What follows belongs to an exercise in optimizing a design on an open flow for small area and a short achievable clock period; a production flow would make more cautious choices. RTL that was checked went through simulation tests only; none was proved equivalent to the original.

Setup of the baseline:
Design arb_bank, start of the top module:
module arb_bank (
    input  wire        clk,
    input  wire        rst,           
    input  wire [18:0] req_valid,
    input  wire [75:0] req_len,       
    input  wire [5:0]  req_lnk_rt,    
    output wire [18:0] req_ready,
    input  wire        cfg_we,
    input  wire [4:0]  cfg_addr,      
    input  wire [15:0] cfg_wdata,
    output reg         gnt_valid,
    output reg  [4:0]  gnt_id,
    output reg  [4:0]  owner,         
    output reg  [3:0]  rt_run,
    output reg  [15:0] floor_cnt,
    output reg  [15:0] lfsr
);
    localparam N = 19;
    function can_rt;
        input integer id;
        can_rt = (id >= 6 && id <= 15);
    endfunction
    function can_be;
        input integer id;
        can_be = !(id >= 6 && id <= 9);
    endfunction
    function [7:0] ticket_reset;
        input integer id;
        begin
            if (id <= 3)       ticket_reset = 8'd32;
            else if (id <= 5)  ticket_reset = 8'd64;
            else if (id <= 17) ticket_reset = 8'd16;
            else               ticket_reset = 8'd32;
        end
    endfunction
    wire [N-1:0] prt;         
    wire [N-1:0] pbe;         
    wire [N-1:0] pend = prt | pbe;
    wire [N-1:0] take = req_valid & ~pend;
    wire [N-1:0] gsel;        
    wire         decide;
    wire [N-1:0] grant = gsel & {N{decide}};
    assign req_ready = ~pend;
    reg  [3:0] plen [0:N-1];
    wire [7:0] tk   [0:N-1];
    genvar gi, gj;
    generate
        for (gi = 0; gi < N; gi = gi + 1) begin : slot
            always @(posedge clk)
                if (take[gi]) plen[gi] <= req_len[4*gi +: 4];
            if (can_rt(gi)) begin : rt
  ...
Size in the first run: ~190 I/O pins, ~30000 µm² of cells after synthesis.
Settings: LEC_CHECK=0, ABC_AREA=1, CAP_MARGIN=40, CORE_MARGIN=2, CORE_UTILIZATION=40, CTS_BUF_LIST=sky130_fd_sc_hd__clkbuf_8, CTS_CLUSTER_DIAMETER=45, CTS_CLUSTER_SIZE=14, SLEW_MARGIN=40; clock period 62.0 ns.
standard.sh (not shown) runs the stock make flow with config.mk's settings and CLKGATE_MAP_FILE= SYNTH_SCRIPT=/design/flow/synth_recipe.tcl, a recipe that flattens the netlist after the stock synthesis.
==> flow/flow/run.sh <==
#!/bin/bash
set -euo pipefail
R=orfs/results/sky130hd/arb_bank/base
bash standard.sh synth > synth_make.log 2>&1
python3 flow/fa_polarity.py $R/1_2_yosys.v > fa_polarity.log 2>&1
touch $R/1_2_yosys.v
bash standard.sh SETUP_SLACK_MARGIN=48 BUFFER_PORTS_ARGS='-buffer_cell sky130_fd_sc_hd__buf_1' finish > layout_make.log 2>&1
Other scripts of this flow, unchanged in this note and not shown: flow/flow/fa_polarity.py
Changes in the candidate relative to the baseline:
--- a/flow/design.v
+++ b/flow/design.v
@@ -58,24 +58,24 @@
                 assign prt[gi] = p;
             end else begin : nrt
                 assign prt[gi] = 1'b0;
             end
             if (can_be(gi)) begin : be
                 reg p;
                 wire cls = (gi >= 10 && gi <= 15) ? ~req_lnk_rt[(gi >= 10 && gi <= 15) ? gi-10 : 0] : 1'b1;
-                reg [7:0] t;
+                reg [7:0] tn;    
                 always @(posedge clk)
                     if (rst) p <= 1'b0;
                     else if (take[gi]) p <= cls;
                     else if (grant[gi]) p <= 1'b0;
                 always @(posedge clk)
                     if (rst || (cfg_we && cfg_addr == gi))
-                        t <= rst ? ticket_reset(gi) : cfg_wdata[7:0];
+                        tn <= ~(rst ? ticket_reset(gi) : cfg_wdata[7:0]);
                 assign pbe[gi] = p;
-                assign tk[gi] = t;
+                assign tk[gi] = ~tn;
             end else begin : nbe
                 assign pbe[gi] = 1'b0;
                 assign tk[gi] = 8'd0;
             end
         end
     endgenerate
     wire [N*N-1:0] ordm;     
@@ -147,15 +147,15 @@
     wire [11:0] s1213 = rca(m[12], m[13]);
     wire [11:0] s0_3  = rca(s01, s23);
     wire [11:0] s4_7  = rca(s45, s67);
     wire [11:0] s8_11 = rca(s89, s1011);
     wire [11:0] s12_14 = rca(s1213, m[14]);
     wire [11:0] s0_7  = rca(s0_3, s4_7);
     wire [11:0] s8_14 = rca(s8_11, s12_14);
-    wire [11:0] tsum  = s0_7 + s8_14;
+    wire [11:0] tsum  = rca(s0_7, s8_14);
     wire [11:0] P [0:14];
     assign P[0]  = m[0];
     assign P[1]  = s01;
     assign P[2]  = rca(s01, m[2]);
     assign P[3]  = s0_3;
     assign P[4]  = rca(s0_3, m[4]);
     assign P[5]  = rca(s0_3, s45);
@@ -234,32 +234,26 @@
             assign osel[gi] = cand[gi] & &(ordm[gi*N +: N] | ~cand);
         end
     endgenerate
     assign gsel = use_old ? osel : lot;
     reg [4:0] win_old, win_lot;
     reg [3:0] len_old, len_lot;
     always @* begin
-        win_old = 5'd0;
+        win_old = 5'd0; win_lot = 5'd0;
         len_old = 4'd0; len_lot = 4'd0;
         for (i = 0; i < N; i = i + 1) begin
             if (osel[i]) begin
                 win_old = win_old | i[4:0];
                 len_old = len_old | plen[i];
             end
-            if (lot[i])
+            if (lot[i]) begin
+                win_lot = win_lot | i[4:0];
                 len_lot = len_lot | plen[i];
-        end
-    end
-    always @* begin
-        win_lot[4] = ~gt[11];
-        win_lot[3] = ~gt[5] & gt[11];
-        win_lot[2] = (~gt[3] & gt[5]) | (~gt[7] & gt[11]);
-        win_lot[1] = (~gt[1] & gt[3]) | (~gt[5] & gt[7]) | (~gt[9] & gt[11]) | ~gt[13];
-        win_lot[0] = (gt[1] & ~gt[0]) | (gt[3] & ~gt[2]) | (gt[5] & ~gt[4]) | (gt[7] & ~gt[6]) |
-                     (gt[9] & ~gt[8]) | (gt[11] & ~gt[10]) | (gt[13] & ~gt[12]);
+            end
+        end
     end
     wire [4:0] win  = use_old ? win_old : win_lot;
     wire [3:0] wlen = use_old ? len_old : len_lot;
     always @(posedge clk) begin
         if (rst) begin
             beats_left <= 4'd0;
             gnt_valid  <= 1'b0;
The candidate reports a higher first-pass GRT wire length than the baseline does. The baseline vs the candidate, highest-delay cell along the critical path: sky130_fd_sc_hd__dfxtp_2 vs sky130_fd_sc_hd__dfxtp_4. On per-cell routed wire length, the baseline and the candidate are basically level. Per the comparison of the candidate with the baseline, wire length the detailed router placed on met1 rose by 4100 µm, final worst-path cycle share stayed essentially flat, number of ordinary inverters in the final layout rose by 12.
Only the layout flow was run in the candidate; the RTL was not checked for function there.

Setup of the previous run:
The RTL this note starts from:
==> flow/design.v <==
module arb_bank (
    input  wire        clk,
    input  wire        rst,           
    input  wire [18:0] req_valid,
    input  wire [75:0] req_len,       
    input  wire [5:0]  req_lnk_rt,    
    output wire [18:0] req_ready,
    input  wire        cfg_we,
    input  wire [4:0]  cfg_addr,      
    input  wire [15:0] cfg_wdata,
    output reg         gnt_valid,
    output reg  [4:0]  gnt_id,
    output reg  [4:0]  owner,         
    output reg  [3:0]  rt_run,
    output reg  [15:0] floor_cnt,
    output reg  [15:0] lfsr
);
    localparam N = 19;
    function can_rt;
        input integer id;
        can_rt = (id >= 6 && id <= 15);
    endfunction
    function can_be;
        input integer id;
        can_be = !(id >= 6 && id <= 9);
    endfunction
    function [7:0] ticket_reset;
        input integer id;
        begin
            if (id <= 3)       ticket_reset = 8'd32;
            else if (id <= 5)  ticket_reset = 8'd64;
            else if (id <= 17) ticket_reset = 8'd16;
            else               ticket_reset = 8'd32;
        end
    endfunction
    wire [N-1:0] prt;         
    wire [N-1:0] pbe;         
    wire [N-1:0] pend = prt | pbe;
    wire [N-1:0] take = req_valid & ~pend;
    wire [N-1:0] gsel;        
    wire         decide;
    wire [N-1:0] grant = gsel & {N{decide}};
    reg [N-1:0] rdy;
    always @(posedge clk)
        rdy <= rst ? {N{1'b1}} : ((rdy & ~req_valid) | grant);
    assign req_ready = rdy;
    reg  [3:0] plen [0:N-1];
    wire [7:0] tk   [0:N-1];
    genvar gi, gj;
    generate
        for (gi = 0; gi < N; gi = gi + 1) begin : slot
            always @(posedge clk)
                if (take[gi]) plen[gi] <= req_len[4*gi +: 4];
            if (can_rt(gi)) begin : rt
                reg p;
                wire cls = (gi >= 10) ? req_lnk_rt[(gi >= 10) ? gi-10 : 0] : 1'b1;
                always @(posedge clk)
                    if (rst) p <= 1'b0;
                    else if (take[gi]) p <= cls;
                    else if (grant[gi]) p <= 1'b0;
                assign prt[gi] = p;
            end else begin : nrt
                assign prt[gi] = 1'b0;
            end
            if (can_be(gi)) begin : be
                reg p;
                wire cls = (gi >= 10 && gi <= 15) ? ~req_lnk_rt[(gi >= 10 && gi <= 15) ? gi-10 : 0] : 1'b1;
                reg [7:0] t;
                always @(posedge clk)
                    if (rst) p <= 1'b0;
                    else if (take[gi]) p <= cls;
                    else if (grant[gi]) p <= 1'b0;
                always @(posedge clk)
                    if (rst || (cfg_we && cfg_addr == gi))
                        t <= rst ? ticket_reset(gi) : cfg_wdata[7:0];
                assign pbe[gi] = p;
                assign tk[gi] = t;
            end else begin : nbe
                assign pbe[gi] = 1'b0;
                assign tk[gi] = 8'd0;
            end
        end
    endgenerate
    wire [N*N-1:0] ordm;     
    generate
        for (gi = 0; gi < N; gi = gi + 1) begin : row
            for (gj = 0; gj < N; gj = gj + 1) begin : col
                if (gi < gj && ((can_rt(gi) && can_rt(gj)) || (can_be(gi) && can_be(gj)))) begin : o
                    reg b;
                    always @(posedge clk)
                        if (take[gj]) b <= 1'b1;
                        else if (take[gi]) b <= 1'b0;
                    assign ordm[gi*N+gj] = b;
                end else if (gi > gj && ((can_rt(gi) && can_rt(gj)) || (can_be(gi) && can_be(gj)))) begin : tr
                    assign ordm[gi*N+gj] = ~row[gj].col[gi].o.b;
                end else begin : n
                    assign ordm[gi*N+gj] = 1'b1;
                end
            end
        end
    endgenerate
    wire [N-1:0] ort, obe;    
    generate
        for (gi = 0; gi < N; gi = gi + 1) begin : old
            assign ort[gi] = prt[gi] & &(ordm[gi*N +: N] | ~prt);
            assign obe[gi] = pbe[gi] & &(ordm[gi*N +: N] | ~pbe);
        end
    endgenerate
    wire rt_any = |prt;
    wire be_any = |pbe;
    reg [15:0] lfsr_next;
    reg        fb;
    integer i;
    always @* begin
        lfsr_next = lfsr;
        for (i = 0; i < 16; i = i + 1) begin
            fb = lfsr_next[15] ^ lfsr_next[13] ^ lfsr_next[12] ^ lfsr_next[10];
            lfsr_next = {lfsr_next[14:0], fb};
        end
    end
    function [11:0] rca;
        input [11:0] a, b;
        integer k;
        reg c;
        begin
            c = 1'b0;
            for (k = 0; k < 12; k = k + 1) begin
                rca[k] = a[k] ^ b[k] ^ c;
                c = (a[k] & b[k]) | (c & (a[k] ^ b[k]));
            end
        end
    endfunction
    function gtr;
        input [11:0] a, b;
        integer k;
        reg c;
        begin
            c = 1'b0;
            for (k = 0; k < 12; k = k + 1)
                c = (a[k] & ~b[k]) | (c & (a[k] | ~b[k]));
            gtr = c;
        end
    endfunction
    wire [11:0] m [0:14];
    generate
        for (gi = 0; gi < 15; gi = gi + 1) begin : msk
            localparam integer ID = (gi < 6) ? gi : gi + 4;
            assign m[gi] = pbe[ID] ? {4'd0, tk[ID]} : 12'd0;
        end
    endgenerate
    wire [11:0] s01   = rca(m[0], m[1]);
    wire [11:0] s23   = rca(m[2], m[3]);
    wire [11:0] s45   = rca(m[4], m[5]);
    wire [11:0] s67   = rca(m[6], m[7]);
    wire [11:0] s89   = rca(m[8], m[9]);
    wire [11:0] s1011 = rca(m[10], m[11]);
    wire [11:0] s1213 = rca(m[12], m[13]);
    wire [11:0] s0_3  = rca(s01, s23);
    wire [11:0] s4_7  = rca(s45, s67);
    wire [11:0] s8_11 = rca(s89, s1011);
    wire [11:0] s12_14 = rca(s1213, m[14]);
    wire [11:0] s0_7  = rca(s0_3, s4_7);
    wire [11:0] s8_14 = rca(s8_11, s12_14);
    wire [11:0] tsum  = rca(s0_7, s8_14);
    wire [11:0] P [0:14];
    assign P[0]  = m[0];
    assign P[1]  = s01;
    assign P[2]  = rca(s01, m[2]);
    assign P[3]  = s0_3;
    assign P[4]  = rca(s0_3, m[4]);
    assign P[5]  = rca(s0_3, s45);
    assign P[6]  = rca(P[5], m[6]);
    assign P[7]  = s0_7;
    assign P[8]  = rca(s0_7, m[8]);
    assign P[9]  = rca(s0_7, s89);
    assign P[10] = rca(P[9], m[10]);
    assign P[11] = rca(s0_7, s8_11);
    assign P[12] = rca(P[11], m[12]);
    assign P[13] = rca(P[11], s1213);
    assign P[14] = tsum;
    wire [17:0] ms1 = {2'b00, lfsr_next};
    wire [17:0] ms2 = {1'b0, lfsr_next, 1'b0};
    wire [17:0] ms3;
    reg         mc;
    integer     k;
    reg  [17:0] ms3_r;
    always @* begin
        mc = 1'b0;
        for (k = 0; k < 18; k = k + 1) begin
            ms3_r[k] = ms1[k] ^ ms2[k] ^ mc;
            mc = (ms1[k] & ms2[k]) | (mc & (ms1[k] ^ ms2[k]));
        end
    end
    assign ms3 = ms3_r;
    wire [27:0] pp [0:5];
    generate
        for (gi = 0; gi < 6; gi = gi + 1) begin : ppr
            wire [1:0] d = tsum[2*gi +: 2];
            wire [17:0] row = ({18{d == 2'd1}} & ms1) | ({18{d == 2'd2}} & ms2) |
                              ({18{d == 2'd3}} & ms3);
            assign pp[gi] = {10'd0, row} << (2*gi);
        end
    endgenerate
    function [27:0] csa_s;
        input [27:0] x, y, z;
        csa_s = x ^ y ^ z;
    endfunction
    function [27:0] csa_c;
        input [27:0] x, y, z;
        csa_c = ((x & y) | (x & z) | (y & z)) << 1;
    endfunction
    wire [27:0] ca1 = csa_s(pp[0], pp[1], pp[2]), cb1 = csa_c(pp[0], pp[1], pp[2]);
    wire [27:0] ca2 = csa_s(pp[3], pp[4], pp[5]), cb2 = csa_c(pp[3], pp[4], pp[5]);
    wire [27:0] ca3 = csa_s(ca1, cb1, ca2),       cb3 = csa_c(ca1, cb1, ca2);
    wire [27:0] ca4 = csa_s(ca3, cb3, cb2),       cb4 = csa_c(ca3, cb3, cb2);
    wire [27:0] prod = ca4 + cb4;
    wire [11:0] r = prod[27:16];
    wire [14:0] gt;
    wire [N-1:0] lot;
    generate
        for (gi = 0; gi < 15; gi = gi + 1) begin : lt
            localparam integer ID = (gi < 6) ? gi : gi + 4;
            assign gt[gi] = gtr(P[gi], r);
            if (gi == 0) begin : f
                assign lot[ID] = gt[gi];
            end else begin : n
                assign lot[ID] = gt[gi] & ~gt[gi-1];
            end
        end
        for (gi = 6; gi < 10; gi = gi + 1) begin : lz
            assign lot[gi] = 1'b0;
        end
    endgenerate
    wire boundary = (beats_left == 4'd0);    
    reg [3:0] beats_left;
    assign decide = boundary && (rt_any || be_any);
    wire pick_rt  = rt_any && (!be_any || rt_run != 4'd15);
    wire tzero    = (tsum == 12'd0);
    wire         use_old = pick_rt | tzero;
    wire [N-1:0] osel    = pick_rt ? ort : obe;
    assign gsel = use_old ? osel : lot;
    reg [4:0] win_old, win_lot;
    reg [3:0] len_old, len_lot;
    always @* begin
        win_old = 5'd0; win_lot = 5'd0;
        len_old = 4'd0; len_lot = 4'd0;
        for (i = 0; i < N; i = i + 1) begin
            if (osel[i]) begin
                win_old = win_old | i[4:0];
                len_old = len_old | plen[i];
            end
            if (lot[i]) begin
                win_lot = win_lot | i[4:0];
                len_lot = len_lot | plen[i];
            end
        end
    end
    wire [4:0] win  = use_old ? win_old : win_lot;
    wire [3:0] wlen = use_old ? len_old : len_lot;
    always @(posedge clk) begin
        if (rst) begin
            beats_left <= 4'd0;
            gnt_valid  <= 1'b0;
            gnt_id     <= 5'd0;
            owner      <= 5'd31;
            rt_run     <= 4'd0;
            floor_cnt  <= 16'd0;
            lfsr       <= 16'hACE1;
        end else begin
            gnt_valid <= decide;
            if (decide) begin
                beats_left <= wlen;
                gnt_id     <= win;
                owner      <= win;
                if (pick_rt) begin
                    rt_run <= be_any ? rt_run + 4'd1 : 4'd0;
                end else begin
                    rt_run <= 4'd0;
                    lfsr   <= lfsr_next;
                    if (rt_any && floor_cnt != 16'hFFFF)
                        floor_cnt <= floor_cnt + 16'd1;
                end
            end else if (boundary) begin
                owner <= 5'd31;
            end else begin
                beats_left <= beats_left - 4'd1;
            end
            if (cfg_we) begin
                if (cfg_addr == 5'd31) begin
                    if (cfg_wdata != 16'd0)
                        lfsr <= cfg_wdata;
                end else if (cfg_addr == 5'd30) begin
                    floor_cnt <= cfg_wdata;
                end
            end
        end
    end
endmodule
Settings: LEC_CHECK=0, ABC_AREA=1, CAP_MARGIN=40, CORE_MARGIN=2, CORE_UTILIZATION=40, SLEW_MARGIN=40; clock period 62.0 ns.
==> flow/flow/run.sh <==
#!/bin/bash
set -euo pipefail
bash standard.sh SETUP_SLACK_MARGIN=48.5 BUFFER_PORTS_ARGS='-buffer_cell sky130_fd_sc_hd__buf_1' finish > layout_make.log 2>&1
Modified inputs, the current run compared to the previous run
--- a/flow/design.v
+++ b/flow/design.v
@@ -40,10 +40,7 @@
     wire [N-1:0] gsel;        
     wire         decide;
     wire [N-1:0] grant = gsel & {N{decide}};
-    reg [N-1:0] rdy;
-    always @(posedge clk)
-        rdy <= rst ? {N{1'b1}} : ((rdy & ~req_valid) | grant);
-    assign req_ready = rdy;
+    assign req_ready = ~pend;
     reg  [3:0] plen [0:N-1];
     wire [7:0] tk   [0:N-1];
     genvar gi, gj;
## What came out
Data arrival at the endpoint of the critical path: the current run vs the previous run up 0.16 ns. The current run ended up with a lower post-synthesis cell count than the previous run did. The previous run → the current run: met2 global-route usage now sits higher; count of plain and timing-repair buffers in the layout shows an increase of about 17%; number of buffers and inverters on the critical path now sits higher. Cmp the current run and the previous run / final worst setup slack / lower: the current run. Any difference in number of primary I/O pins between the previous run and the current run is small enough to ignore. Against the previous run, the current run reports a fraction of layout instances using a drive strength above 1 that is higher. Comparing the previous run with the current run, the starting density of the core came out essentially unchanged. Delta (the current run minus the previous run): number of inserted filler cells in the final layout now sits lower.
For the previous run, only the layout was checked, not whether the RTL still works.

## static timing again, ports no longer ideal
The results above use ideal ports. As a check the final layouts listed here were re-extracted and re-timed, cells and wires unchanged.
Step 1 (the two cells are an assumption about what drives the block):
set clk [get_ports {clk}]
set_driving_cell -lib_cell sky130_fd_sc_hd__clkbuf_16 $clk
set_driving_cell -lib_cell sky130_fd_sc_hd__buf_2 [delete_from_list [all_inputs] $clk]
Step 2 adds t to the input delays and takes it off the output delays; t is the mean of the earliest and latest rising clock arrival at the registers after step 1. Input paths then give back, and output paths get back, about the clock's delay inside the block.
a / b / c = ideal / step 1 / step 2; a / b = the first two.
| run | shift t [ns] | setup WS [ns] | worst data-port slew with drivers (ns) |
|---|---|---|---|
| the baseline | 0.705 | 48.021 / 47.960 / 47.608 | 0.10 |
| the candidate | 0.751 | 48.014 / 47.949 / 47.411 | 0.10 |
| the previous run | 0.673 | 48.443 / 48.373 / 47.898 | 0.07 |
| the current run | 0.612 | 48.279 / 48.222 / 47.985 | 0.07 |
After both steps every run listed still meets setup and hold. For the candidate, which loses most, drivers alone change the setup slack by -0.065 ns; drivers and shift together by -0.603 ns.
